This design comes from an exercise in tuning for small area, a short achievable clock period and few clock cycles per item on the open sky130 flow, not from production work.
At most, simulation tests tie the RTL to the original design; equivalence was not proved.

Design tau_arith, start of the top module:
module tau_arith (
    input  wire        clk,
    input  wire        rst,           
    input  wire        in_valid,
    output wire        in_ready,
    input  wire        in_fn,         
    input  wire [63:0] in_a,
    input  wire [63:0] in_b,
    output reg         out_valid,
    output reg  [63:0] out_result,
    output reg         out_range
);
    localparam [31:0] NS_PER_SEC = 32'd1_000_000_000;
    localparam [24:0] D5         = 25'd1_953_125;           
    reg        s1_v;
    reg        s1_fn;
    reg        s1_rng;            
    reg        s1_m1, s1_m3;      
    reg [10:0] s1_kc;            
    reg [31:0] s1_ahi;            
    reg [31:0] s1_d;              
    reg [31:0] s1_bhi;            
    reg [31:0] s1_xlo;            
    reg [29:0] s1_alo;            
    reg        busy;              
    reg        wres;              
    reg  [2:0] cnt;               
    reg [34:0] dq;                
    reg [20:0] w_r;               
    reg [31:0] w_sec;             
    reg  [8:0] w_lo;              
    reg  [1:0] w_x;               
    reg        w_rng;             
    wire last  = busy & (cnt == 3'd1);
    wire s2_add = s1_v & ~s1_fn & ~s1_rng;
    wire s2_res = s1_v & (s1_fn | s1_rng);
    wire [2:0] cnt_set = s1_m1 ? 3'd1 : s1_m3 ? 3'd3 : 3'd7;
    wire busy_n  = s2_add | (busy & ~last);
    wire last_n  = s2_add ? s1_m1 : (busy & (cnt == 3'd2));
    wire wres_n  = s2_res & last;
    assign in_ready = (~busy_n | last_n) & (~wres_n | last_n);
    wire [20:0] rem  = w_r;
    wire [25:0] rp   = {rem, dq[34:30]};
  ...
For scale: ~340 flip-flops.
clock: 14.0 ns
lec_check: 0
cap_margin: 20
core_margin: 2
core_utilization: 40
slew_margin: 20
standard.sh (not shown) runs the stock make flow with config.mk's settings and CLKGATE_MAP_FILE= SYNTH_SCRIPT=/design/flow/synth_recipe.tcl, a recipe that flattens the netlist after the stock synthesis.
==> flow/flow/run.sh <==
#!/bin/bash
# The standard layout, with repair_timing asked for more setup slack than the
# clock period needs (so that it sizes the critical paths up), and the port
# buffers made with sky130_fd_sc_hd__buf_2.
set -euo pipefail
bash standard.sh SETUP_SLACK_MARGIN=8 "BUFFER_PORTS_ARGS=-buffer_cell sky130_fd_sc_hd__buf_2" finish > standard_make.log 2>&1
Rerun with:
--- a/flow/design.v
+++ b/flow/design.v
@@ -29,24 +29,24 @@
     reg [20:0] w_r;               
     reg [31:0] w_sec;             
     reg  [8:0] w_lo;              
     reg  [1:0] w_x;               
     reg        w_rng;             
     wire last  = busy & (cnt == 3'd1);
     wire s2_add = s1_v & ~s1_fn & ~s1_rng;
     wire s2_res = s1_v & (s1_fn | s1_rng);
     wire [2:0] cnt_set = s1_m1 ? 3'd1 : s1_m3 ? 3'd3 : 3'd7;
     wire busy_n  = s2_add | (busy & ~last);
     wire last_n  = s2_add ? s1_m1 : (busy & (cnt == 3'd2));
-    wire wres_n  = s2_res & last;
-    assign in_ready = (~busy_n | last_n) & (~wres_n | last_n);
+    wire wres_n  = s2_res;
+    assign in_ready = ~busy_n | last_n;
     wire [20:0] rem  = w_r;
     wire [25:0] rp   = {rem, dq[34:30]};
     wire [32:0] ge;
     genvar gi;
     assign ge[0]  = 1'b1;
     assign ge[32] = 1'b0;
     generate
         for (gi = 1; gi < 32; gi = gi + 1) begin : g_cmp
             assign ge[gi] = (rp >= gi * D5);
         end
     endgenerate
@@ -2480,42 +2480,39 @@
         end else begin
             r_init   = u_v[55:35];
             dq_init  = u_v[34:0];
         end
     end
     wire [5:0]  pl    = {1'b0, sec_b[4:0]} + {1'b0, d};
     wire [31:0] sec_v = {pl[5] ? ph1 : ph0, pl[4:0]};
     always @(posedge clk) begin
         if (last) begin
             out_result <= {sec_v, 2'b00, r_step, w_lo};
             out_range  <= 1'b0;
-        end else if (wres) begin
+        end else begin
             out_result <= {w_sec, w_x, w_r, w_lo};
             out_range  <= w_rng;
-        end else begin
-            out_result <= s1_rng ? 64'd0 : sum[63:0];
-            out_range  <= s1_rng;
         end
     end
     always @(posedge clk) begin
         if (rst) begin
             busy      <= 1'b0;
             wres      <= 1'b0;
             out_valid <= 1'b0;
         end else begin
             if (busy) begin
                 dq  <= {dq[29:0], d};
                 cnt <= cnt - 3'd1;
                 w_r <= r_step;
             end
-            out_valid <= last | wres | s2_res;
+            out_valid <= last | wres;
             busy <= busy_n;
             wres <= wres_n;
             if (s2_add) begin
                 cnt   <= cnt_set;
                 dq    <= dq_init;
                 w_r   <= r_init;
                 w_sec <= sec_k;
                 w_lo  <= sum[8:0];
             end else if (wres_n) begin
                 w_sec <= s1_rng ? 32'd0 : sum[63:32];
                 w_x   <= s1_rng ? 2'd0 : sum[31:30];
Worst setup slack gets better by 450 ps; worst hold slack is worse by 98 ps; first-iteration DRC count drops by 23%; count of clock-buffer cells in the layout is unchanged; area after synthesis goes down by 2.1%; final cell count came out lower by 3.4%; non-clock buffer count is lower by 65; die area drops by 2.1%.
Testbench counts after the change, summed over its fixed seeds: cycles 32,152, items 16,000.
Function not checked in the first run of this note: the RTL went through the layout flow alone.

[what the ideal ports hide]
No port has a modelled driver above. Below, the same layouts with a new extraction and two added sets of constraints. Step 1, drivers: a clkbuf_16 drives clk and a buf_2 each remaining input, both assumed. Step 2, shift: input delay + t, output delay - t, t = (earliest + latest rising clock arrival at the registers) / 2. This alone moves slack from input paths to output paths. Three values: ideal ports, drivers, drivers and shift; two values: the first two.
run | shift t [ns] | slack for setup (ns) | worst hold slack (ns) | worst setup path after step 2 | cell pins on the clock port's net
the first run | 0.647 | 7.664 / 7.664 / 7.664 | 0.440 / 0.440 / 0.440 | register to register | 1
the second run | 0.651 | 8.109 / 8.109 / 7.746 | 0.342 / 0.342 / 0.342 | input to register | 1
After both steps every run listed still meets setup and hold. The setup slack of the second run, which loses most, moves by 0.000 ns with the drivers and by -0.363 ns with both steps.
